Context: an optimization exercise on an open-source flow, tuned for small area. The choices shown serve that exercise and are no tape-out recipe.
The RTL was checked by simulation tests, not by an equivalence proof against the original design.
Power figures rest on the tool's default switching activity, not on a simulated workload.

==> flow/design.v <==
module zr_wave0 (
    input  wire [8:0]  k,
    output wire [11:0] q
);
    reg [11:0] tb;
    always @(*) begin
        case (k[8:2])
            7'd0: tb = 12'd0;
            7'd1: tb = 12'd100;
            7'd2: tb = 12'd201;
            7'd3: tb = 12'd301;
            7'd4: tb = 12'd401;
            7'd5: tb = 12'd501;
            7'd6: tb = 12'd601;
            7'd7: tb = 12'd700;
            7'd8: tb = 12'd799;
            7'd9: tb = 12'd897;
            7'd10: tb = 12'd995;
            7'd11: tb = 12'd1092;
            7'd12: tb = 12'd1189;
            7'd13: tb = 12'd1285;
            7'd14: tb = 12'd1380;
            7'd15: tb = 12'd1474;
            7'd16: tb = 12'd1567;
            7'd17: tb = 12'd1659;
            7'd18: tb = 12'd1751;
            7'd19: tb = 12'd1841;
            7'd20: tb = 12'd1930;
            7'd21: tb = 12'd2018;
            7'd22: tb = 12'd2105;
            7'd23: tb = 12'd2191;
            7'd24: tb = 12'd2275;
            7'd25: tb = 12'd2358;
            7'd26: tb = 12'd2439;
            7'd27: tb = 12'd2519;
            7'd28: tb = 12'd2598;
            7'd29: tb = 12'd2675;
            7'd30: tb = 12'd2750;
            7'd31: tb = 12'd2824;
            7'd32: tb = 12'd2896;
            7'd33: tb = 12'd2966;
            7'd34: tb = 12'd3034;
            7'd35: tb = 12'd3101;
            7'd36: tb = 12'd3165;
            7'd37: tb = 12'd3228;
            7'd38: tb = 12'd3289;
            7'd39: tb = 12'd3348;
            7'd40: tb = 12'd3405;
            7'd41: tb = 12'd3460;
            7'd42: tb = 12'd3512;
            7'd43: tb = 12'd3563;
            7'd44: tb = 12'd3611;
            7'd45: tb = 12'd3658;
            7'd46: tb = 12'd3702;
            7'd47: tb = 12'd3744;
            7'd48: tb = 12'd3783;
            7'd49: tb = 12'd3821;
            7'd50: tb = 12'd3856;
            7'd51: tb = 12'd3888;
            7'd52: tb = 12'd3919;
            7'd53: tb = 12'd3947;
            7'd54: tb = 12'd3972;
            7'd55: tb = 12'd3996;
            7'd56: tb = 12'd4016;
            7'd57: tb = 12'd4035;
            7'd58: tb = 12'd4051;
            7'd59: tb = 12'd4064;
            7'd60: tb = 12'd4075;
            7'd61: tb = 12'd4084;
            7'd62: tb = 12'd4090;
            7'd63: tb = 12'd4094;
            7'd64: tb = 12'd4095;
            default: tb = 12'd0;
        endcase
    end
    reg [6:0] td;
    always @(*) begin
        case (k[8:2])
            7'd0: td = 7'd100;
            7'd1: td = 7'd101;
            7'd2: td = 7'd100;
            7'd3: td = 7'd100;
            7'd4: td = 7'd100;
            7'd5: td = 7'd100;
            7'd6: td = 7'd99;
            7'd7: td = 7'd99;
            7'd8: td = 7'd98;
            7'd9: td = 7'd98;
            7'd10: td = 7'd97;
            7'd11: td = 7'd97;
            7'd12: td = 7'd96;
            7'd13: td = 7'd95;
            7'd14: td = 7'd94;
            7'd15: td = 7'd93;
            7'd16: td = 7'd92;
            7'd17: td = 7'd92;
            7'd18: td = 7'd90;
            7'd19: td = 7'd89;
            7'd20: td = 7'd88;
            7'd21: td = 7'd87;
            7'd22: td = 7'd86;
            7'd23: td = 7'd84;
            7'd24: td = 7'd83;
            7'd25: td = 7'd81;
            7'd26: td = 7'd80;
            7'd27: td = 7'd79;
            7'd28: td = 7'd77;
            7'd29: td = 7'd75;
            7'd30: td = 7'd74;
            7'd31: td = 7'd72;
            7'd32: td = 7'd70;
            7'd33: td = 7'd68;
            7'd34: td = 7'd67;
            7'd35: td = 7'd64;
            7'd36: td = 7'd63;
            7'd37: td = 7'd61;
            7'd38: td = 7'd59;
            7'd39: td = 7'd57;
            7'd40: td = 7'd55;
            7'd41: td = 7'd52;
            7'd42: td = 7'd51;
            7'd43: td = 7'd48;
            7'd44: td = 7'd47;
            7'd45: td = 7'd44;
            7'd46: td = 7'd42;
            7'd47: td = 7'd39;
            7'd48: td = 7'd38;
            7'd49: td = 7'd35;
            7'd50: td = 7'd32;
            7'd51: td = 7'd31;
            7'd52: td = 7'd28;
            7'd53: td = 7'd25;
            7'd54: td = 7'd24;
            7'd55: td = 7'd20;
            7'd56: td = 7'd19;
            7'd57: td = 7'd16;
            7'd58: td = 7'd13;
            7'd59: td = 7'd11;
            7'd60: td = 7'd9;
            7'd61: td = 7'd6;
            7'd62: td = 7'd4;
            7'd63: td = 7'd1;
            7'd64: td = 7'd0;
            default: td = 7'd0;
        endcase
    end
    reg tr;
    always @(*) begin
        case (k)
            9'd5: tr = 1'b1;
            9'd6: tr = 1'b1;
            9'd7: tr = 1'b1;
            9'd25: tr = 1'b1;
            9'd26: tr = 1'b1;
            9'd29: tr = 1'b1;
            9'd30: tr = 1'b1;
            9'd33: tr = 1'b1;
            9'd35: tr = 1'b1;
            9'd37: tr = 1'b1;
            9'd39: tr = 1'b1;
            9'd42: tr = 1'b1;
            9'd43: tr = 1'b1;
            9'd46: tr = 1'b1;
            9'd47: tr = 1'b1;
            9'd62: tr = 1'b1;
            9'd63: tr = 1'b1;
            9'd73: tr = 1'b1;
            9'd75: tr = 1'b1;
            9'd77: tr = 1'b1;
            9'd78: tr = 1'b1;
            9'd79: tr = 1'b1;
            9'd82: tr = 1'b1;
            9'd83: tr = 1'b1;
            9'd85: tr = 1'b1;
            9'd86: tr = 1'b1;
            9'd87: tr = 1'b1;
            9'd89: tr = 1'b1;
            9'd91: tr = 1'b1;
            9'd97: tr = 1'b1;
            9'd98: tr = 1'b1;
            9'd102: tr = 1'b1;
            9'd103: tr = 1'b1;
            9'd105: tr = 1'b1;
            9'd106: tr = 1'b1;
            9'd107: tr = 1'b1;
            9'd109: tr = 1'b1;
            9'd110: tr = 1'b1;
            9'd115: tr = 1'b1;
            9'd117: tr = 1'b1;
            9'd118: tr = 1'b1;
            9'd121: tr = 1'b1;
            9'd137: tr = 1'b1;
            9'd138: tr = 1'b1;
            9'd145: tr = 1'b1;
            9'd146: tr = 1'b1;
            9'd147: tr = 1'b1;
            9'd149: tr = 1'b1;
            9'd150: tr = 1'b1;
            9'd151: tr = 1'b1;
            9'd153: tr = 1'b1;
            9'd154: tr = 1'b1;
            9'd158: tr = 1'b1;
            9'd159: tr = 1'b1;
            9'd161: tr = 1'b1;
            9'd162: tr = 1'b1;
            9'd169: tr = 1'b1;
            9'd170: tr = 1'b1;
            9'd171: tr = 1'b1;
            9'd174: tr = 1'b1;
            9'd175: tr = 1'b1;
            9'd177: tr = 1'b1;
            9'd178: tr = 1'b1;
            9'd185: tr = 1'b1;
            9'd189: tr = 1'b1;
            9'd190: tr = 1'b1;
            9'd191: tr = 1'b1;
            9'd193: tr = 1'b1;
            9'd197: tr = 1'b1;
            9'd205: tr = 1'b1;
            9'd206: tr = 1'b1;
            9'd214: tr = 1'b1;
            9'd215: tr = 1'b1;
            9'd225: tr = 1'b1;
            9'd226: tr = 1'b1;
            9'd234: tr = 1'b1;
            9'd235: tr = 1'b1;
            9'd237: tr = 1'b1;
            9'd238: tr = 1'b1;
            9'd239: tr = 1'b1;
            9'd241: tr = 1'b1;
            9'd242: tr = 1'b1;
            9'd243: tr = 1'b1;
            9'd245: tr = 1'b1;
            9'd247: tr = 1'b1;
            9'd254: tr = 1'b1;
            9'd255: tr = 1'b1;
            default: tr = 1'b0;
        endcase
    end
    wire [8:0] prod = (k[0] ? {2'b00, td} : 9'd0) + (k[1] ? {1'b0, td, 1'b0} : 9'd0);
    assign q = tb + {5'b0, prod[8:2]} + {11'd0, tr};
endmodule
module zr_microseq (
    input  wire        clk,
    input  wire        rst,       
    input  wire        tick,
    input  wire        en,        
    input  wire        halt,      
    input  wire        inv,       
    input  wire [39:0] pos,       
    input  wire [31:0] vel,       
    input  wire [15:0] v1,        
    input  wire [15:0] v2,
    input  wire [15:0] v3,
    input  wire [15:0] v4,
    output reg         done,
    output reg  [2:0]  band,
    output reg  [2:0]  tgt,
    output reg         pend,
    output reg  [9:0]  addr,
    output wire [11:0] mag_a,
    output wire        pol_a,
    output wire [11:0] mag_b,
    output wire        pol_b
);
    reg  [5:0]  cnt;
    reg  [1:0]  st;               
    reg  [38:0] pprev;            
    reg  [11:0] magb;
    wire neg   = vel[31];
    wire go    = tick & en & ~halt;
    wire first = (cnt == 6'd0);
    wire run   = ~first | go;
    wire [5:0] cinc;
    assign cinc[0] = ~cnt[0];
    assign cinc[1] = cnt[1] ^ cnt[0];
    assign cinc[2] = cnt[2] ^ (&cnt[1:0]);
    assign cinc[3] = cnt[3] ^ (&cnt[2:0]);
    assign cinc[4] = cnt[4] ^ (&cnt[3:0]);
    assign cinc[5] = cnt[5] ^ (&cnt[4:0]);
    wire c38   = (cnt == 6'd38);
    wire c39   = (cnt == 6'd39);
    wire c45   = (cnt == 6'd45);
    wire c48   = (cnt == 6'd48);
    wire cap   = (cnt == 6'd58);
    wire ph_x  = ~cnt[5] | (cnt[5:3] == 3'b100);                   
    wire ph_a  = (cnt[5:4] == 2'b11) & (~cnt[3] | (cnt[3:1] == 3'b100));  
    wire ph_1  = (cnt[5:4] == 2'b00) & ~(cnt[3] & cnt[2]);         
    wire ph_2  = ((cnt[5:4] == 2'b00) & cnt[3] & cnt[2]) | (cnt[5:4] == 2'b01) |
                 ((cnt[5:4] == 2'b10) & ~(cnt[3] & cnt[2] & cnt[1]));   
    wire ph_2u = ph_2 & ((cnt[5:4] != 2'b10) | (cnt[3:2] == 2'b00) |
                         (cnt[3:0] == 4'b0100) | (cnt[3:0] == 4'b0101) |
                         (cnt[3:0] == 4'b0110) | (cnt[3:0] == 4'b0111)) &
             ~((cnt[5:4] == 2'b10) & cnt[2]);                       
    reg pbit;
    integer pi;
    always @(*) begin
        pbit = 1'b0;
        for (pi = 0; pi < 39; pi = pi + 1)
            pbit = pbit | (pos[pi] & ((cnt == pi) | ((pi < 10) && (cnt == pi + 48))));
    end
    wire [3:0] jj  = cnt[3:0];
    wire       offb = (ph_a ? (jj == 4'd0) : first) & neg |
                      (ph_a ? (jj == 4'd7) : (cnt == 6'd7));
    reg        ba, bb, gt;
    reg  [4:1] tk;
    wire       clr  = first | c48;
    wire       ba0  = ba & ~clr;
    wire       bb0  = bb & ~clr;
    wire       gt0  = gt & ~clr;
    wire       pb   = pprev[0];
    wire       abit = c39 ? ba : (pbit ^ offb ^ ba0);
    wire       bbit = c39 ? bb : (pb ^ offb ^ bb0);
    wire       ba_n = c38 ? (pbit | ba0) : ((~pbit & (offb | ba0)) | (offb & ba0));
    wire       bb_n = c38 ? (pb | bb0)   : ((~pb & (offb | bb0)) | (offb & bb0));
    wire       dif  = abit ^ bbit;
    reg        lt2k, eq2k;
    always @(*) begin
        case (band)
            3'd1:    begin lt2k = (jj[3:1] == 3'd0);  eq2k = (jj == 4'd2); end
            3'd2:    begin lt2k = (jj[3:2] == 2'd0);  eq2k = (jj == 4'd4); end
            3'd3:    begin lt2k = (jj[3:2] == 2'd0) | (jj[3:1] == 3'd2); eq2k = (jj == 4'd6); end
            3'd4:    begin lt2k = ~jj[3];             eq2k = (jj == 4'd8); end
            default: begin lt2k = 1'b0;               eq2k = (jj == 4'd0); end
        endcase
    end
    wire       mbit = ~lt2k & abit;
    wire       addb = (jj == 4'd7) | (neg & eq2k);
    wire       gbit = mbit ^ addb ^ bb0;
    wire       gcy  = (mbit & addb) | (mbit & bb0) | (addb & bb0);
    wire       obit = gbit ^ (inv & gt0);
    reg  [1:0] vp;
    integer vi;
    always @(*) begin
        vp = 2'b00;
        for (vi = 0; vi < 12; vi = vi + 1)
            vp = vp | (vel[2*vi +: 2] & {2{(cnt == vi) || ((cnt >> 1) == vi + 6)}});
    end
    wire [1:0] up2  = vp ^ {2{neg}};
    wire       ubit = ph_2u & (cnt[0] ? up2[1] : up2[0]);
    reg  [2:0] racc;
    wire [2:0] rprev = first ? {2'b00, neg} : racc;
    reg  [2:0] rnext;
    wire [4:0] rsum = {1'b0, rprev, 1'b0} + {3'b000, up2[0], 1'b0} + {2'b00, up2[1], 2'b00};
    always @(*) begin
        case (rsum)
            5'd0: rnext = 3'd0;
            5'd1: rnext = 3'd1;
            5'd2: rnext = 3'd2;
            5'd3: rnext = 3'd3;
            5'd4: rnext = 3'd4;
            5'd5: rnext = 3'd5;
            5'd6: rnext = 3'd6;
            5'd7: rnext = 3'd0;
            5'd8: rnext = 3'd1;
            5'd9: rnext = 3'd2;
            5'd10: rnext = 3'd3;
            5'd11: rnext = 3'd4;
            5'd12: rnext = 3'd5;
            5'd13: rnext = 3'd6;
            5'd14: rnext = 3'd0;
            5'd15: rnext = 3'd1;
            5'd16: rnext = 3'd2;
            5'd17: rnext = 3'd3;
            5'd18: rnext = 3'd4;
            default: rnext = 3'bxxx;
        endcase
    end
    reg        cb;        
    reg        kb;        
    always @(*) begin
        case (cnt)
            6'd12: cb = ~neg;           
            6'd13: cb = neg;
            6'd14: cb = ~neg;
            6'd15: cb = neg;
            6'd16: cb = ~neg;
            6'd17: cb = 1'b1;
            6'd18: cb = neg;
            6'd22: cb = ~neg;
            6'd23: cb = 1'b1;
            6'd24: cb = neg;
            default: cb = 1'b0;
        endcase
    end
    reg [14:0] kv;
    integer ki2;
    always @(*) begin
        case (racc)
            3'd0: kv = 15'd3125;
            3'd1: kv = 15'd6250;
            3'd2: kv = 15'd9375;
            3'd3: kv = 15'd12500;
            3'd4: kv = 15'd15625;
            3'd5: kv = 15'd18750;
            default: kv = 15'd21875;
        endcase
        kb = 1'b0;
        for (ki2 = 0; ki2 < 15; ki2 = ki2 + 1)
            kb = kb | (kv[ki2] & (cnt == ki2 + 12));
    end
    reg  [10:0] dl;               
    reg  [2:0]  mc;
    wire [3:0]  msum = ubit + dl[1] + dl[3] + dl[4] + dl[9] + dl[10] + cb + mc;
    wire        xr   = msum[0];
    reg  [2:0]  pd;
    reg         kc, pbw;
    wire        xs   = pd[2] ^ kb ^ kc;
    wire        kc_n = (pd[2] & kb) | (pd[2] & kc) | (kb & kc);
    wire        pbit2 = xs ^ xr ^ pbw;
    wire        pbw_n = (~xs & (xr | pbw)) | (xr & pbw);
    reg         seen;
    wire        seen_n = ph_2 & (seen | ubit);
    wire        hi   = ph_2 & cinc[5];
    wire [3:0]  vix  = cinc[3:0];
    wire [4:1]  vb   = {hi & v4[vix], hi & v3[vix], hi & v2[vix], hi & v1[vix]};
    reg  [4:1]  trk;
    wire [4:1]  trk_n;
    wire [4:1]  useu = {~band[2], ~band[2] & ~(band[1] & band[0]), ~band[2] & ~band[1], band == 3'd0};
    genvar gi;
    generate for (gi = 1; gi <= 4; gi = gi + 1) begin : g_trk
        wire x = useu[gi] ? xr : xs;
        assign trk_n[gi] = ph_2 & ((x ^ vb[gi]) ? x : trk[gi]);
    end endgenerate
    wire        sat   = neg ? ~&vel[30:22] : |vel[30:22];
    wire [4:1]  never = {v4[15], v3[15], v2[15], v1[15]};
    wire [4:1]  cmp   = ~never & ({4{sat}} | trk_n);
    wire [4:1]  reach = cmp;
    wire [4:1]  stay  = cmp;
    wire        vzero = ~neg & ~sat & ~seen_n;
    reg  [2:0]  tgt_c;
    reg         upw;
    always @(*) begin
        upw = 1'b0;
        case (band)
            3'd0: begin
                upw = reach[1];
                tgt_c = reach[4] ? 3'd4 : reach[3] ? 3'd3 : reach[2] ? 3'd2 : reach[1] ? 3'd1 : 3'd0;
            end
            3'd1: begin
                upw = reach[2];
                tgt_c = reach[4] ? 3'd4 : reach[3] ? 3'd3 : reach[2] ? 3'd2 : stay[1] ? 3'd1 : 3'd0;
            end
            3'd2: begin
                upw = reach[3];
                tgt_c = reach[4] ? 3'd4 : reach[3] ? 3'd3 : stay[2] ? 3'd2 : stay[1] ? 3'd1 : 3'd0;
            end
            3'd3: begin
                upw = reach[4];
                tgt_c = reach[4] ? 3'd4 : stay[3] ? 3'd3 : stay[2] ? 3'd2 : stay[1] ? 3'd1 : 3'd0;
            end
            default: begin
                tgt_c = stay[4] ? 3'd4 : stay[3] ? 3'd3 : stay[2] ? 3'd2 : stay[1] ? 3'd1 : 3'd0;
            end
        endcase
    end
    wire [2:0] coarse  = upw ? tgt_c : band;
    reg        tkc;
    always @(*) begin
        case (coarse)
            3'd1:    tkc = tk[1];
            3'd2:    tkc = tk[2];
            3'd3:    tkc = tk[3];
            default: tkc = tk[4];
        endcase
    end
    wire       chg     = (tgt_c != band);
    wire       crossed = tkc & (gt ^ neg);
    wire [2:0] band_n  = (chg & crossed) ? tgt_c : band;
    wire       restart = ~st[1] | vzero | (st[0] ^ neg);
    always @(posedge clk) begin
        dl   <= {dl[9:0], ubit};
        mc   <= ph_2 ? msum[3:1] : 3'd0;
        pd   <= {pd[1:0], ph_2 & pbit2};
        kc   <= ph_2 & kc_n;
        pbw  <= ph_2 & pbw_n;
        trk  <= trk_n;
        seen <= seen_n;
        if (ph_1) racc <= rnext;
        if (rst) begin
            done <= 1'b0;
            cnt  <= 6'd0;
            st   <= 2'd0;
            band <= 3'd0;
            tgt  <= 3'd0;
            pend <= 1'b0;
        end else begin
            done <= cap | (first & tick & ~go);
            if (first & tick & ~go) begin
                st   <= 2'd0;
                band <= 3'd0;
                tgt  <= 3'd0;
                pend <= 1'b0;
            end
            cnt <= (cap | ~run) ? 6'd0 : cinc;
            if (c45) begin
                if (restart) begin
                    band <= 3'd0;
                    tgt  <= 3'd0;
                    pend <= 1'b0;
                    st   <= (~|st | vzero) ? 2'd1 : {1'b1, neg};
                end else begin
                    band <= band_n;
                    tgt  <= tgt_c;
                    pend <= (tgt_c != band_n);
                end
            end
        end
        if (run & (ph_x | ph_a)) begin
            ba <= ba_n;
            bb <= ph_a ? gcy : bb_n;
            gt <= ph_a ? (gt0 | gbit) : (dif ? (c39 ? bbit : abit) : gt0);
        end
        if (run & ph_x) begin
            tk[1] <= (tk[1] & ~first) | (dif & (cnt[5:1] != 5'd0));
            tk[2] <= (tk[2] & ~first) | (dif & (cnt[5:2] != 4'd0));
            tk[3] <= (tk[3] & ~first) | (dif & (cnt[5:2] != 4'd0) & (cnt[5:1] != 5'd2));
            tk[4] <= (tk[4] & ~first) | (dif & (cnt[5:3] != 3'd0));
        end
        if (run & ph_x & ~c39) pprev <= {pbit, pprev[38:1]};
        if (ph_a) addr <= {obit, addr[9:1]};
        if (cap) magb <= qv;
    end
    wire        qsel = addr[8] ^ cap;
    wire [7:0]  u8   = addr[7:0];
    wire [8:0]  kk;
    assign kk[0] = u8[0];
    genvar ki;
    generate for (ki = 1; ki < 8; ki = ki + 1) begin : g_neg
        assign kk[ki] = u8[ki] ^ (qsel & |u8[ki-1:0]);
    end endgenerate
    assign kk[8] = qsel & ~|u8;
    wire [11:0] qv;
    zr_wave0 u_tab (.k(kk), .q(qv));
    assign mag_a = qv;
    assign pol_a = addr[9];
    assign mag_b = magb;
    assign pol_b = addr[9] ^ addr[8];
endmodule
==> flow/flow/run.sh <==
#!/bin/bash
# The standard layout with three changes, none of which touches the registers:
#  1. after the standard synthesis, its combinational cells are mapped again by ABC with an
#     area script (flow/area.abc); the registers keep their cells and names;
#  2. each cell is then swapped for the smallest cell of its family (the clock period leaves
#     tens of ns of slack; repair_design still fixes slew and load after placement);
#  3. the port buffers are the smallest buffer cell.
set -euo pipefail
export BUFFER_PORTS_ARGS="-buffer_cell sky130_fd_sc_hd__buf_1"
PLAT=$FLOW_HOME/platforms/$FLOW_PLATFORM
LIB=$PLAT/lib/sky130_fd_sc_hd__tt_025C_1v80.lib
RES=orfs/results/$FLOW_PLATFORM/zr_microseq/base
YOSYS=${YOSYS_EXE:-$(command -v yosys || echo /OpenROAD-flow-scripts/tools/install/yosys/bin/yosys)}

bash standard.sh synth > standard_synth.log 2>&1
cp $RES/1_2_yosys.v standard_synth_netlist.v

python3 flow/cellmap.py $LIB cellmap.v > cellmap.log 2>&1
DU=$(python3 - "$PLAT/config.mk" <<'PY'
import re, sys
t = open(sys.argv[1]).read().replace('\\\n', ' ')
cells = []
for m in re.finditer(r'^export\s+DONT_USE_CELLS\s*\+?=\s*(.*)$', t, re.M):
    cells += m.group(1).split()
print(' '.join('-dont_use ' + c for c in cells))
PY
)
cat > resyn.ys <<EOY
read_liberty -lib $LIB
read_verilog standard_synth_netlist.v
hierarchy -top $FLOW_TOP
techmap -map cellmap.v
techmap
opt -purge
abc -liberty $LIB $DU -script flow/area.abc
opt_clean -purge
hilomap -singleton -hicell sky130_fd_sc_hd__conb_1 HI -locell sky130_fd_sc_hd__conb_1 LO
stat -liberty $LIB
check -assert -mapped
write_verilog -noattr -nohex -nodec resyn_netlist.v
EOY
$YOSYS -s resyn.ys > resyn.log 2>&1
python3 flow/downsize.py resyn_netlist.v $LIB $PLAT/config.mk > downsize.log 2>&1
cp resyn_netlist.v $RES/1_2_yosys.v
bash standard.sh > standard_flow.log 2>&1
==> flow/flow/area.abc <==
strash
&get -n
&deepsyn -T 60
&dch -f
&nf -a -F 5 -A 5
&put
==> flow/flow/cellmap.py <==
#!/usr/bin/env python3
"""Write a Yosys techmap file that replaces each combinational cell of a liberty file by
its logic function, so a mapped netlist can be mapped again. Cells with a ff, latch or
statetable group (the registers) are left out and stay as they are."""
import re, sys
lib = open(sys.argv[1]).read()

def block(text, start):
    depth, i = 1, start
    while depth:
        c = text[i]
        if c == '{':
            depth += 1
        elif c == '}':
            depth -= 1
        i += 1
    return text[start:i]

def conv(f):
    f = f.replace('!', '~').replace('+', '|').replace('*', '&')
    return re.sub(r'(\w|\))\s+(?=[\w~(])', r'\1 & ', f)

out = []
for m in re.finditer(r'\n\s*cell\s*\(\s*"?(\w+)"?\s*\)\s*\{', lib):
    name, body = m.group(1), block(lib, m.end())
    if re.search(r'\b(ff|latch|statetable)\s*\(', body):
        continue
    pins = []
    for pm in re.finditer(r'\n\s*pin\s*\(\s*"?(\w+)"?\s*\)\s*\{', body):
        pb = block(body, pm.end())
        d = re.search(r'direction\s*:\s*"?(\w+)"?', pb)
        f = re.search(r'function\s*:\s*"([^"]*)"', pb)
        pins.append((pm.group(1), d.group(1) if d else None, f.group(1) if f else None))
    outs = [p for p in pins if p[1] == 'output']
    ins = [p for p in pins if p[1] == 'input']
    if not outs or any(p[2] is None for p in outs):
        continue
    s = f"module {name}({', '.join(p[0] for p in ins + outs)});\n"
    s += ''.join(f"  input {p[0]};\n" for p in ins)
    s += ''.join(f"  output {p[0]};\n  assign {p[0]} = {conv(p[2])};\n" for p in outs)
    out.append(s + "endmodule\n")
open(sys.argv[2], 'w').write(''.join(out))
==> flow/flow/downsize.py <==
#!/usr/bin/env python3
"""Swap each standard cell in a Yosys netlist for the smallest-area cell of the same
family (same name up to the drive-strength suffix, hence the same pins and function)."""
import re, sys
netlist, lib, cfg = sys.argv[1], sys.argv[2], sys.argv[3]
# the platform's don't-use cells, from its config.mk
text = open(cfg).read().replace('\\\n', ' ')
dont_use = set()
for m in re.finditer(r'^export\s+DONT_USE_CELLS\s*\+?=\s*(.*)$', text, re.M):
    dont_use.update(m.group(1).split())
area, cur = {}, None
for line in open(lib):
    m = re.match(r'\s*cell\s*\(\s*"?(\w+)"?\s*\)', line)
    if m:
        cur = m.group(1)
    m = re.match(r'\s*area\s*:\s*([\d.]+)', line)
    if m and cur and cur not in area:
        area[cur] = float(m.group(1))
fam = {}
for c, a in area.items():
    m = re.match(r'(sky130_fd_sc_hd__\w+?)_(\d+)$', c)
    if m and c not in dont_use:
        fam.setdefault(m.group(1), []).append((a, c))
best = {}
for f, lst in fam.items():
    lst.sort()
    for a, c in lst:
        best[c] = lst[0][1] if lst[0][0] < a else c
src = open(netlist).read()
n = 0
def sub(m):
    global n
    c = m.group(2)
    b = best.get(c, c)
    if b != c:
        n += 1
    return m.group(1) + b + m.group(3)
src = re.sub(r'^(\s*)(sky130_fd_sc_hd__\w+)(\s)', sub, src, flags=re.M)
open(netlist, 'w').write(src)
print(f"downsized {n} cells")
==> flow/standard.sh <==
#!/bin/bash
# synth_recipe.tcl (not shown) runs the flow's synth.tcl, then flattens the netlist and writes it again
# the make line also repeats each setting of config.mk as NAME=value (left out here)
make -C /OpenROAD-flow-scripts/flow DESIGN_CONFIG=/design/flow/config.mk WORK_HOME=/design/flow/orfs CLKGATE_MAP_FILE= SYNTH_SCRIPT=/design/flow/synth_recipe.tcl "${@:-finish}"
==> flow/config.mk <==
export PLATFORM = sky130hd
export DESIGN_NAME = zr_microseq
export DESIGN_NICKNAME = zr_microseq
export VERILOG_FILES = /design/flow/design.v
export SDC_FILE = /design/flow/constraint.sdc
export NUM_CORES = 4
export LEC_CHECK = 0
export ABC_AREA = 1
export CAP_MARGIN = 20
export CORE_MARGIN = 2
export CORE_UTILIZATION = 60
export CTS_BUF_LIST = sky130_fd_sc_hd__clkbuf_8
export CTS_CLUSTER_DIAMETER = 60
export CTS_CLUSTER_SIZE = 30
export SLEW_MARGIN = 20
export SYNTH_MEMORY_MAX_BITS = 16384
==> flow/constraint.sdc <==
create_clock -name core_clock -period 50.0 [get_ports {clk}]
set_input_delay 10.0000 -clock core_clock [delete_from_list [all_inputs] [get_ports {clk}]]
set_output_delay 10.0000 -clock core_clock [all_outputs]
set_load 0.01 [all_outputs]
==> results.toml, run 1 <==
[placed_design]
hpwlAfterDp_mm = 19.3
dp_cells = 1257
place_congestion = 1.06
portBuffers = 184
post-place-ws_ps = 32490

[detailed_routing]
wire_per_inst_um = 20.6
first_iter_violations = 1407
dr.pass1.iters = 7
drt_wl_total_mm = 26.3
avgViaCountPerCell = 6.90
post-route-drc-count = 0
ant_nets = 0
via_count = 8778

[sta]
skew_ps = 19.1
hold_slack_ps = 339
rsz0062_at_grt = "false"
tns_ps = 0
hold_violations = 0
maxSlewHeadroom_pct = 29.5
fmax_mhz = 54.9
period_minus_slack_ps = 18230
min_period_over_period_pct = 36.5
finalSetupViolations = 0
worst_slew_pin_slew_ps = 1060
fin_ws_ps = 31770
maxSlewViolCount = 0

[global_routing]
antenna_found_initial = 0
grt_overflow = 0
grt_pass1_vias = 8020
grt_start_max_net_pins = 40
grt_first_pass_wirelength_mm = 40.7
grt_usage_pct = 38.7

[layout]
mostFrequentLayoutCells = "184 x buf_1, 114 x nor2_1, 74 x nand2_1, 71 x edfxtp_1, 67 x a21oi_1"
stdcell_count = 1273
drive_gt1_share_pct = 3.18
layout_commonest_cell = "buf_1"
syn_to_final_growth_pct = 16.8
final_nets = 1238
diodes = 0
fillCellCount = 1019

[clock_tree]
cts.repair.resized = 0
cts_tree = "yes"
htree_levels = 3
cts_made_buffers = 9
cts-root-buf = "clkbuf_8"
clk_path_buf_depth = 2
path_clk_slew_ps = 110
post_cts_buffers = 0
cts_sinks = 111
cts_hold_buf = 0
clkLatencyLatePin_ps = 400

[synthesis]
synth_fp_nets = 1030
avgSynthCellArea_um2 = 8.55
synth_cells = 888
ys.warnings.count = 2
netlist_area_um2 = 7600

[floorplan]
die_x_um = 117
die_y_um = 117
io_pins = 186
rows = 41
core_area_um2 = 12500
initial_core_util_pct = 60.9
dieArea_um2 = 13600

[pwr]
max-vdd-ir-drop_mv = 0.0230
pwr-share-seq_pct = 54.5
p_int_mw = 0.141
p_switching_mw = 0.0513
power_density_nw_per_um2 = 21.7
switching_share_pct = 26.7
power.total_mw = 0.192
comb_power_share_pct = 12.9
clkPwrFrac_pct = 32.6
leakage_nw = 2.89

[hold_path]
min_path_cells = 0
holdCritPathClass = "flop to flop"
min_from = "dl[6]"
holdPathEnd = "dl[7]"

[critical_path]
ff2ff_path_depth = 20
cp_max_fo = 28
path_cells = "nor4bb_1 > buf_4 > a31o_1 > a31oi_1 > nor2_1 > nor2_1 > o21ai_0 > a21oi_1 > or4_1 > a311oi_1 > o221ai_1 > maj3_1 > maj3_1 > maj3_1 > a211o_1 > a21oi_1 > o311ai_0 > nor3_1 > a311oi_1 > nand2_1 > buf_1"
slowest_stage = "dfxtp_1"
crit_path_frequent_cell = "maj3_1"
critPathKind = "flop to primary output"
crit_required_ps = 40000
crit_path_end_kind = "primary output"
reg2reg_to = "magb[11]"
reg2reg_slack_ps = 42180
startpoint_type = "flop"
cp.arrival_ps = 8230
cpPeakStageDelay_ps = 900
reg2reg_from = "cnt[3]"

[run_status]
run_status = "no timing/DRC/antenna violations"

[flow_run]
max-cap-violations = 0
## per-stage QoR
| step | util [%] | cell area, µm² |
|---|---|---|
| floorplan | - | 7600 |
| global placement | 69.3 | 8630 |
| detailed placement | 69.3 | 8630 |
| CTS | 71.1 | 8860 |
| global route | 71.2 | 8870 |
| finish | 71.2 | 8870 |
## power by group through the flow
| stage | Combinational [mW] | Clock, mW | Sequential [mW] |
|---|---|---|---|
| 2_1_floorplan | 0.0150 | 0 | 0.106 |
| 3_3_place_gp | 0.0235 | 0 | 0.107 |
| 3_5_place_dp | 0.0240 | 0 | 0.107 |
| 4_1_cts | 0.0241 | 0.0626 | 0.105 |
| 5_1_grt | 0.0272 | 0.0659 | 0.105 |
| 6_report | 0.0248 | 0.0626 | 0.105 |
## worst max-delay path: cells and delay by family (launching register included)
family	cells	cell delay, ps
AOI/OAI and AO/OA	10	2590
DFF	1	900
buffers and inverters	2	410
adders and majority gates	3	1280
and+or+nand+nor	6	2630
## cell type report
cell class              count  area (µm²)  area share (%)
multi-input cells         757        4630            52.2
flip-flops and latches    111        2930            33.1
repair buffers            197         788            8.88
well taps                 172         215            2.43
clock buffers               9         124            1.40
clock inverters             7         104            1.17
inverters                  20        75.1           0.846
## metal layers
metal | global-route usage, % | wire length, µm
met1 | 46.7 | 9630
met2 | 62.5 | 12000
met3 | 7.68 | 2770
met4 | 26.4 | 1910
met5 | 0 | 0
## registers in the layout (all words and copies together) (netlist names), 2 cells and up
signal  count
mc          3
cnt         6
tk          4
dl         11
st          2
pd          3
addr       10
magb       12
band        3
tgt         3
racc        3
trk         4
pprev      39
## worst max path at each step
stage	startpoint	end	depth (start not counted)
2_1_floorplan	cnt[3]	mag_a[11]	19
3_3_place_gp	cnt[3]	mag_a[11]	21
3_5_place_dp	cnt[3]	mag_a[11]	21
4_1_cts	cnt[3]	mag_a[11]	21
5_1_grt	cnt[3]	mag_a[11]	21
6_report	cnt[3]	mag_a[11]	21
==> run 2, diff against run 1 <==
==> flow/flow/area.abc (replaced) <==
strash
&get -n
&deepsyn -T 90
&dch -f
&nf -a -F 20 -A 20 -R 50
&put
--- a/flow/config.mk
+++ b/flow/config.mk
@@ -10,7 +10,6 @@
 export CORE_MARGIN = 2
 export CORE_UTILIZATION = 60
 export CTS_BUF_LIST = sky130_fd_sc_hd__clkbuf_8
-export CTS_CLUSTER_DIAMETER = 60
-export CTS_CLUSTER_SIZE = 30
+export CTS_CLUSTER_SIZE = 8
 export SLEW_MARGIN = 20
 export SYNTH_MEMORY_MAX_BITS = 16384
==> run 2 against run 1 <==
Compared with the run above: fmax fell by 2.9%; largest cell class unchanged; sequential cell count did not move; still clean; largest power group unchanged; synthesized cell count fell by 2.6%; clock skew fell by 7.3 ps; global-route usage fell by 3.3 points.
==> results.toml, run 2 <==
[detailed_routing]
post-route-drc-count = 0
wire_per_inst_um = 18.7
drt_wl_total_mm = 22.9
dr.pass1.iters = 6
ant_nets = 0
first_iter_violations = 855
via_count = 8035
avgViaCountPerCell = 6.56

[global_routing]
antenna_found_initial = 0
grtUsageMet2_pct = 58.7
grt_first_pass_wirelength_mm = 36.4
met3_usage_pct = 6.06
gr-usage-met1_pct = 43.8
grt_pass1_vias = 7345
grt_usage_pct = 35.4
grt-busiest-layer = "met2"
grt_start_max_net_pins = 40
grt_overflow = 0

[critical_path]
cp_max_fo = 22
critPathKind = "flop to primary output"
crit_required_ps = 40000
path_delay_family = "simple AND/OR/NAND/NOR gates"
cp.arrival_ps = 8760
slowest_stage = "dfxtp_1"
worst-path-buf-inv = 1
crit_path_frequent_cell = "nand2_1"
crit_path_end_kind = "primary output"
cpPeakStageDelay_ps = 810
startpoint_type = "flop"

[pwr]
power.total_mw = 0.183
leakage_nw = 2.84
power_density_nw_per_um2 = 21.6
max-vdd-ir-drop_mv = 0.0167

[floorplan]
die_y_um = 114
dieArea_um2 = 13000
io_pins = 186
initial_core_util_pct = 61.0
rows = 40
core_area_um2 = 11900
die_x_um = 114

[sta]
period_minus_slack_ps = 18760
tns_ps = 0
rsz0062_at_grt = "false"
skew_ps = 11.9
hold_slack_ps = 338
maxSlewHeadroom_pct = 31.3
maxSlewViolCount = 0
hold_violations = 0
finalSetupViolations = 0
worst_slew_pin_slew_ps = 1030
fmax_mhz = 53.3
min_period_over_period_pct = 37.5

[placed_design]
place_congestion = 1.00
hpwlAfterDp_mm = 17.3
portBuffers = 184
placed_area_um2 = 8260

[flow_run]
max-cap-violations = 0

[synthesis]
avgSynthCellArea_um2 = 8.40
synth_fp_nets = 1007
netlist_area_um2 = 7260
ys.warnings.count = 2
synth_cells = 865

[layout]
diodes = 0
final_util_pct = 71.0
final_area_um2 = 8460
mostFrequentLayoutCells = "184 x buf_1, 116 x nand2_1, 114 x nor2_1, 74 x a21oi_1, 71 x edfxtp_1"
drive_gt1_share_pct = 3.15
largest_reg_flops = 39
largest_registers = "pprev x39, magb x12, dl x11"
syn_to_final_growth_pct = 16.4
layout_commonest_cell = "buf_1"
final_nets = 1215
top_register = "pprev"

[clock_tree]
post_cts_buffers = 0
cts_sinks = 111
cts_tree = "yes"
cts_made_buffers = 9
path_clk_slew_ps = 110
cts.repair.resized = 0
htree_levels = 3
cts_hold_buf = 0
cts-root-buf = "clkbuf_8"
clkLatencyLatePin_ps = 390
clk_path_buf_depth = 2

[run_status]
run_status = "no timing/DRC/antenna violations"

[hold_path]
holdCritPathClass = "flop to flop"
[run 2: per-layer routing]
layer	wire, µm	vias up
li1	-	3721
met1	8650	3624
met3	2280	112
met2	10700	578
met5	0	-
met4	1300	0
[run 2: final timing paths]
check	cells past startpoint	slack, ps	startpoint	end
worst max-delay path	27	31240	cnt[1]	mag_a[11]
worst min-delay path	0	340	dl[8]	dl[9]
worst max register to register	26	41520	cnt[1]	magb[11]
worst min register to register	0	340	dl[8]	dl[9]
[run 2: cell type report]
| type | count | area, µm² |
|---|---|---|
| multi-input combinational | 735 | 4280 |
| fill | 979 | 3460 |
| sequential | 111 | 2930 |
| timing repair buffer | 197 | 788 |
| tap | 147 | 184 |
| clock buffer | 9 | 124 |
| clock inverter | 7 | 75.1 |
| inverter | 19 | 71.3 |
[run 2: power breakdown]
part | internal (mW) | switching (mW)
registers | 0.102 | 0.00349
logic | 0.00930 | 0.0141
clock network | 0.0196 | 0.0340
[run 2: metrics by stage]
stage               setup slack (ps)  instances
CTS                            31330       1225
detailed placement             31810       1209
floorplan                      32460        865
finish                         31240       1225
global placement               31950       1209
global route                   30580       1225
==> run 3, diff against run 2 <==
==> flow/flow/area.abc (replaced) <==
strash
&get -n
&deepsyn -T 90
&dch -f
&nf -a -F 50 -A 50 -R 200 -C 32
&put
--- a/flow/config.mk
+++ b/flow/config.mk
@@ -10,6 +10,8 @@
 export CORE_MARGIN = 2
 export CORE_UTILIZATION = 60
 export CTS_BUF_LIST = sky130_fd_sc_hd__clkbuf_8
+export CTS_CLUSTER_DIAMETER = 25
 export CTS_CLUSTER_SIZE = 8
+export GPL_TIMING_DRIVEN = 0
 export SLEW_MARGIN = 20
 export SYNTH_MEMORY_MAX_BITS = 16384
==> run 3 against run 2 <==
Compared with the run above: still clean; global-route usage is 0.44 points lower; power is 0.88% lower; fmax is 2.6% lower; final cell count is 0.24% lower; clock power is 4% lower; synthesized area is 0.22% higher; synthesized cell count is 0.69% higher; cell area hardly changed; critical endpoint unchanged.
==> results.toml, run 3 <==
[clock_tree]
clk_path_buf_depth = 2
post_cts_buffers = 0
cts_tree = "yes"
cts_sinks = 111
cts_hold_buf = 0
cts.repair.resized = 0
path_clk_slew_ps = 110
cts_made_buffers = 9
cts-root-buf = "clkbuf_8"
clkLatencyLatePin_ps = 390
htree_levels = 3

[layout]
final_util_pct = 71.0
mostFrequentLayoutCells = "184 x buf_1, 110 x nand2_1, 109 x nor2_1, 71 x edfxtp_1, 62 x a21oi_1"
top_register = "pprev"
largest_reg_flops = 39
final_nets = 1212
syn_to_final_growth_pct = 16.2
stdcell_count = 1222
drive_gt1_share_pct = 2.88
largest_registers = "pprev x39, magb x12, dl x11"
layout_commonest_cell = "buf_1"
diodes = 0

[sta]
tns_ps = 0
hold_violations = 0
finalSetupViolations = 0
rsz0062_at_grt = "false"
hold_slack_ps = 330
maxSlewHeadroom_pct = 21.6
maxSlewViolCount = 0
fmax_mhz = 51.9
worst_slew_pin_slew_ps = 1170
min_period_over_period_pct = 38.5
skew_ps = 11.6
period_minus_slack_ps = 19270

[detailed_routing]
avgViaCountPerCell = 6.57
first_iter_violations = 958
post-route-drc-count = 0
drt_wl_total_mm = 23.0
dr.pass1.iters = 9
ant_nets = 0
wire_per_inst_um = 18.8
via_count = 8031

[placed_design]
dp_cells = 1206
hpwlAfterDp_mm = 17.4
portBuffers = 184
place_congestion = 1.01

[hold_path]
holdCritPathClass = "flop to flop"

[floorplan]
rows = 40
core_area_um2 = 11900
dieArea_um2 = 13000
die_y_um = 114
die_x_um = 114
initial_core_util_pct = 61.1
io_pins = 186

[synthesis]
avgSynthCellArea_um2 = 8.36
synth_cells = 871
synth_fp_nets = 1013
netlist_area_um2 = 7280
ys.warnings.count = 2

[run_status]
run_status = "no timing/DRC/antenna violations"

[global_routing]
antenna_found_initial = 0
grt_usage_pct = 34.9
grt_start_max_net_pins = 32
grt_first_pass_wirelength_mm = 35.9
grt_pass1_vias = 7378
grt_overflow = 0

[flow_run]
max-cap-violations = 0

[critical_path]
slowest_stage = "dfxtp_1"
cp_max_fo = 22
startpoint_type = "flop"
crit_required_ps = 40000
cpPeakStageDelay_ps = 840
critPathKind = "flop to primary output"
crit_path_frequent_cell = "a21oi_1"
cp.arrival_ps = 9270
crit_path_end_kind = "primary output"

[pwr]
power.total_mw = 0.181
power_density_nw_per_um2 = 21.4
max-vdd-ir-drop_mv = 0.0139
leakage_nw = 2.79
[run 3: stage by stage]
stage                     area [µm²]  setup WS, ps
after global routing            8460         30260
after global placement          8160         29630
after detailed placement        8270         31520
after floorplan                 7280         32440
after CTS                       8450         31100
final                           8460         30730
[run 3: power by group]
part / switching, mW / total, mW / leakage, nW / internal [mW]
sequential: 0.00333 / 0.105 / 0.984 / 0.102
clock: 0.0318 / 0.0517 / 0.100 / 0.0200
combinational: 0.0140 / 0.0238 / 1.71 / 0.00982
total: 0.0491 / 0.181 / 2.79 / 0.132
[run 3: cell type report]
cell class	instances	area [µm²]
Inverter	23	86.3
Fill cell	947	3450
Clock inverter	6	45.0
Timing Repair Buffer	188	741
Tap cell	147	184
Clock buffer	10	138
Multi-Input combinational cell	737	4330
Sequential cell	111	2930
[run 3: worst paths after layout]
| path | from | to | slack (ps) | cells after the start |
|---|---|---|---|---|
| max | cnt[1] | mag_a[11] | 30730 | 28 |
| min reg2reg | dl[6] | dl[7] | 330 | 0 |
| max reg2reg | cnt[1] | magb[11] | 41010 | 27 |
| min | dl[6] | dl[7] | 330 | 0 |
[run 3: worst max-delay path: cells and delay by family (launching register included)]
| kind | cells | cell delay, ps |
|---|---|---|
| compound gates | 8 | 1710 |
| flops | 1 | 840 |
| xor+xnor | 4 | 1520 |
| simple gates | 14 | 4200 |
| fa+ha+maj | 1 | 440 |
| buf+inv | 1 | 150 |
[run 3: metal layers]
metal  routed length (µm)  vias up  track usage, %
met5                    0        -               0
met4                 1560        0            21.5
met1                 8490     3649            40.8
met2                11000      534            60.0
met3                 1930      113            5.93
li1                     -     3735               -
==> run 4, diff against run 3 <==
--- a/flow/config.mk
+++ b/flow/config.mk
@@ -9,9 +9,9 @@
 export CAP_MARGIN = 20
 export CORE_MARGIN = 2
 export CORE_UTILIZATION = 60
-export CTS_BUF_LIST = sky130_fd_sc_hd__clkbuf_8
-export CTS_CLUSTER_DIAMETER = 25
-export CTS_CLUSTER_SIZE = 8
+export CTS_BUF_LIST = sky130_fd_sc_hd__clkbuf_16
+export CTS_CLUSTER_DIAMETER = 100
+export CTS_CLUSTER_SIZE = 30
 export GPL_TIMING_DRIVEN = 0
 export SLEW_MARGIN = 20
 export SYNTH_MEMORY_MAX_BITS = 16384
==> run 4 against run 3 <==
Compared with the run above: synthesized cell count unchanged; critical path type unchanged; clock-buffer cell count decreased by 1; fmax increased by 0.33%; largest power group unchanged; highest routed layer unchanged.
==> results.toml, run 4 <==
[layout]
mostFrequentLayoutCells = "184 x buf_1, 110 x nand2_1, 109 x nor2_1, 71 x edfxtp_1, 62 x a21oi_1"
largest_registers = "pprev x39, magb x12, dl x11"
layout_commonest_cell = "buf_1"
largest_reg_flops = 39
final_nets = 1212
drive_gt1_share_pct = 2.88
top_register = "pprev"
diodes = 0
syn_to_final_growth_pct = 17.4
fillCellCount = 930

[detailed_routing]
post-route-drc-count = 0
dr.pass1.iters = 8
drt_wl_total_mm = 23.2
avgViaCountPerCell = 6.58
via_count = 8041
first_iter_violations = 908
ant_nets = 0
wire_per_inst_um = 18.9

[placed_design]
portBuffers = 184
post-place-ws_ps = 31520
place_congestion = 1.01
hpwlAfterDp_mm = 17.4

[sta]
tns_ps = 0
worst_slew_pin_slew_ps = 1160
maxSlewHeadroom_pct = 21.9
fin_ws_ps = 30800
finalSetupViolations = 0
fmax_mhz = 52.1
hold_violations = 0
min_period_over_period_pct = 38.4
skew_ps = 6.83
hold_slack_ps = 328
period_minus_slack_ps = 19200
maxSlewViolCount = 0
rsz0062_at_grt = "false"

[global_routing]
antenna_found_initial = 0
grt_overflow = 0
grt_pass1_vias = 7426
grt_start_max_net_pins = 32
grt_usage_pct = 35.2
grt_first_pass_wirelength_mm = 36.2

[synthesis]
synth_cells = 871
avgSynthCellArea_um2 = 8.36
ys.warnings.count = 2
netlist_area_um2 = 7280
synth_fp_nets = 1013

[clock_tree]
cts_made_buffers = 9
htree_levels = 3
cts.repair.resized = 0
clkLatencyLatePin_ps = 350
cts-root-buf = "clkbuf_16"
cts_sinks = 111
post_cts_buffers = 0
path_clk_slew_ps = 70
clk_path_buf_depth = 2
cts_hold_buf = 0
cts_tree = "yes"

[pwr]
power_density_nw_per_um2 = 23.1
max-vdd-ir-drop_mv = 0.0184
leakage_nw = 2.83

[floorplan]
rows = 40
core_area_um2 = 11900
die_x_um = 114
initial_core_util_pct = 61.1
die_y_um = 114
io_pins = 186
dieArea_um2 = 13000

[critical_path]
crit_path_end_kind = "primary output"
cpPeakStageDelay_ps = 830
critPathKind = "flop to primary output"
crit_required_ps = 40000
worst-path-buf-inv = 1
cp.arrival_ps = 9200
cp_max_fo = 22
path_delay_family = "simple AND/OR/NAND/NOR gates"
startpoint_type = "flop"
crit_path_frequent_cell = "a21oi_1"
slowest_stage = "dfxtp_1"

[flow_run]
max-cap-violations = 0

[run_status]
run_status = "no timing/DRC/antenna violations"

[hold_path]
holdCritPathClass = "flop to flop"
[run 4: stage by stage]
stage,area [µm²],std cells,util (%),power [mW]
global placement,8160,1202,68.5,0.130
CTS,8540,1222,71.7,0.197
floorplan,7280,871,-,0.121
global route,8550,1222,71.8,0.204
finish,8550,1222,71.8,0.198
detailed placement,8270,1206,69.4,0.131
[run 4: metal layers]
metal,wire length [µm],part of all wire (%),track usage [%],up-vias
li1,-,-,-,3734
met3,2080,9.0,5.40,115
met2,11100,48,60.6,540
met1,8420,36,40.8,3652
met5,0,0,0,-
met4,1600,6.9,23.1,0
[run 4: power breakdown]
group / internal, mW / switching [mW]
Sequential: 0.102 / 0.00336
Clock: 0.0341 / 0.0340
Combinational: 0.00982 / 0.0141
[run 4: worst reg2reg max path: stages, from the launching register on]
cell and delay, ps:
dfxtp_1 830, nand2b_1 720, nor3_2 830, xnor2_1 330, nor2_1 320, xor2_1 800
or2_0 420, nand2_1 200, or3_1 340, nand3_1 110, a21oi_1 90, a211oi_1 300
nand2_1 130, xor2_1 220, nand3_1 110, o21ai_0 160, maj3_1 440, and2_0 210
o21ai_0 230, a21oi_1 150, a21oi_1 260, xnor2_1 180, a21oi_1 90, or3_1 410
nand3_1 150, nor2_1 80, and2_0 180, a2111o_1 420
[run 4: final cells by class]
cell class / count / area, µm² / area share (%)
sequential: 111 / 2930 / 34.3
tap: 147 / 184 / 2.15
multi-input combinational: 737 / 4330 / 50.7
clock inverter: 7 / 48.8 / 0.571
clock buffer: 9 / 225 / 2.63
timing repair buffer: 188 / 741 / 8.67
inverter: 23 / 86.3 / 1.01
[run 4: worst paths after layout]
| path | startpoint | endpoint | slack (ps) | cells past startpoint |
|---|---|---|---|---|
| worst min register to register | dl[6] | dl[7] | 330 | 0 |
| worst min-delay path | dl[6] | dl[7] | 330 | 0 |
| worst max register to register | cnt[1] | magb[11] | 41040 | 27 |
| worst max-delay path | cnt[1] | mag_a[11] | 30800 | 28 |
==> run 5, diff against run 4 <==
==> flow/flow/area.abc (replaced) <==
strash
&get -n
&deepsyn -T 90
&dch -f
&nf -a -F 20 -A 20 -R 50
&put
--- a/flow/config.mk
+++ b/flow/config.mk
@@ -12,6 +12,5 @@
 export CTS_BUF_LIST = sky130_fd_sc_hd__clkbuf_16
 export CTS_CLUSTER_DIAMETER = 100
 export CTS_CLUSTER_SIZE = 30
-export GPL_TIMING_DRIVEN = 0
 export SLEW_MARGIN = 20
 export SYNTH_MEMORY_MAX_BITS = 16384
==> run 5 against run 4 <==
Compared with the run above: sequential cell count is the same; clock-buffer cell count is the same; sequential share of layout area is essentially flat; final cell count increased by 0.25%; utilization is 0.073 points higher; critical endpoint unchanged; cell area increased by 0.10%; synthesized cell count decreased by 0.69%; synthesized area is 0.22% lower; sequential power is essentially flat.
==> results.toml, run 5 <==
[layout]
layout_commonest_cell = "buf_1"
syn_to_final_growth_pct = 17.8
largest_registers = "pprev x39, magb x12, dl x11"
mostFrequentLayoutCells = "184 x buf_1, 116 x nand2_1, 114 x nor2_1, 74 x a21oi_1, 71 x edfxtp_1"
final_nets = 1215
fillCellCount = 970
drive_gt1_share_pct = 3.15
multi_input_area_um2 = 4280
final-seq-area_um2 = 2930
largest_reg_flops = 39
top_register = "pprev"
stdcell_count = 1225
diodes = 0

[detailed_routing]
dr.pass1.iters = 6
via_count = 8039
ant_nets = 0
avgViaCountPerCell = 6.56
first_iter_violations = 849
post-route-drc-count = 0
wire_per_inst_um = 18.8
drt_wl_total_mm = 23.0

[floorplan]
core_area_um2 = 11900
die_x_um = 114
io_pins = 186
die_y_um = 114
dieArea_um2 = 13000
rows = 40
initial_core_util_pct = 61.0

[critical_path]
cp.arrival_ps = 8730
crit_path_frequent_cell = "nand2_1"
crit_path_end_kind = "primary output"
worst-path-buf-inv = 1
crit_required_ps = 40000
cp_max_fo = 22
slowest_stage = "dfxtp_1"
startpoint_type = "flop"
critPathKind = "flop to primary output"
cpPeakStageDelay_ps = 800
path_delay_family = "simple AND/OR/NAND/NOR gates"

[sta]
worst_slew_pin_slew_ps = 1030
finalSetupViolations = 0
skew_ps = 9.76
fmax_mhz = 53.4
maxSlewViolCount = 0
tns_ps = 0
period_minus_slack_ps = 18730
maxSlewHeadroom_pct = 31.2
rsz0062_at_grt = "false"
hold_violations = 0
min_period_over_period_pct = 37.5

[placed_design]
dp_cells = 1209
place_congestion = 1.00
portBuffers = 184
hpwlAfterDp_mm = 17.3

[global_routing]
grt_start_max_net_pins = 40
grt_overflow = 0
grt_usage_pct = 35.5
grt_first_pass_wirelength_mm = 36.5
antenna_found_initial = 0
grt_pass1_vias = 7379

[clock_tree]
cts-root-buf = "clkbuf_16"
htree_levels = 3
cts_made_buffers = 9
cts_tree = "yes"
cts.repair.resized = 0
clkLatencyLatePin_ps = 360
clk_path_buf_depth = 2
post_cts_buffers = 0
cts_sinks = 111
cts_hold_buf = 0
path_clk_slew_ps = 80

[synthesis]
synth_fp_nets = 1007
avgSynthCellArea_um2 = 8.40
netlist_area_um2 = 7260
ys.warnings.count = 2
synth_cells = 865

[pwr]
leakage_nw = 2.89
max-vdd-ir-drop_mv = 0.0198
power_density_nw_per_um2 = 23.4
power.total_mw = 0.200

[flow_run]
max-cap-violations = 0

[hold_path]
holdCritPathClass = "flop to flop"

[run_status]
run_status = "no timing/DRC/antenna violations"
## run 5: final timing paths
check              start  cells past startpoint   endpoint  slack (ps)
setup / recovery  cnt[1]                     27  mag_a[11]       31270
hold / removal     pd[1]                      0      pd[2]         330
setup reg to reg  cnt[1]                     26   magb[11]       41510
hold reg to reg    pd[1]                      0      pd[2]         330
## run 5: final cells by class
type | instances | share of cell area, %
clock buffer | 9 | 2.63
tap | 147 | 2.15
sequential | 111 | 34.3
inverter | 19 | 0.833
timing repair buffer | 197 | 9.21
clock inverter | 7 | 0.877
multi-input combinational | 735 | 50.0
## run 5: worst reg2reg max path, cell delays in order, from the launching register on
cell and delay [ps]:
dfxtp_1 800, nand2b_1 680, nor3_2 440, xnor2_1 340, nor2_1 170, xnor2_1 740
nand2_1 450, nand2_1 310, or2_0 170, a21oi_1 90, nor4_1 520, o21ai_0 250
o21ai_0 290, nand2b_1 140, o21ai_0 110, or2_0 250, a21o_1 180, nand2_1 90
xor2_1 210, a21boi_0 170, maj3_1 440, maj3_1 420, maj3_1 400, nand2_1 130
nor3_1 100, a311oi_1 260, nand2_1 100
## run 5: per-stage QoR
step | util [%] | instance area [µm²] | setup slack (ps) | hold slack (ps)
floorplan | - | 7260 | 32460 | 310
global placement | 69.3 | 8260 | 31950 | 311
detailed placement | 69.3 | 8260 | 31810 | 315
CTS | 71.8 | 8560 | 31380 | 338
global route | 71.8 | 8560 | 30630 | 340
finish | 71.8 | 8560 | 31270 | 335
## run 5: layer usage
layer / track usage (%) / up-vias / part of all wire [%]
li1: - / 3722 / -
met1: 43.6 / 3651 / 38
met2: 58.8 / 553 / 47
met3: 6.06 / 113 / 9.1
met4: 21.1 / 0 / 5.9
met5: 0 / - / 0
## run 5: report_power, final
group / internal [mW] / leakage, nW / switching, mW
logic: 0.00931 / 1.76 / 0.0141
clock network: 0.0353 / 0.141 / 0.0361
registers: 0.102 / 0.984 / 0.00338
total: 0.147 / 2.89 / 0.0536

==> port drivers added, routing unchanged <==
No port has a modelled driver above. Below, the same layouts with a new extraction and two added sets of constraints. Step 1 assumes that a clkbuf_16 drives the clock port and a buf_2 every other input. Step 2, shift: input delay + t, output delay - t, t = (earliest + latest rising clock arrival at the registers) / 2. This alone moves slack from input paths to output paths. a / b / c = ideal ports / drivers / drivers and shift; a / b = the first two.
| run | t, ns | setup WS [ns] | worst hold slack (ns) | latest minus earliest clock arrival (ns) | cell pins on the clock port's net |
|---|---|---|---|---|---|
| run 1 | 0.433 | 31.772 / 31.732 / 32.165 | 0.339 / 0.339 / 0.339 | 0.020 / 0.020 | 1 |
| run 2 | 0.425 | 31.238 / 31.200 / 31.625 | 0.338 / 0.338 / 0.338 | 0.012 / 0.012 | 1 |
| run 3 | 0.418 | 30.733 / 30.695 / 31.113 | 0.330 / 0.330 / 0.330 | 0.012 / 0.012 | 1 |
| run 4 | 0.394 | 30.797 / 30.754 / 31.148 | 0.328 / 0.328 / 0.328 | 0.008 / 0.008 | 1 |
| run 5 | 0.398 | 31.270 / 31.224 / 31.622 | 0.335 / 0.335 / 0.335 | 0.010 / 0.010 | 1 |
After both steps setup and hold are still met in every run listed.
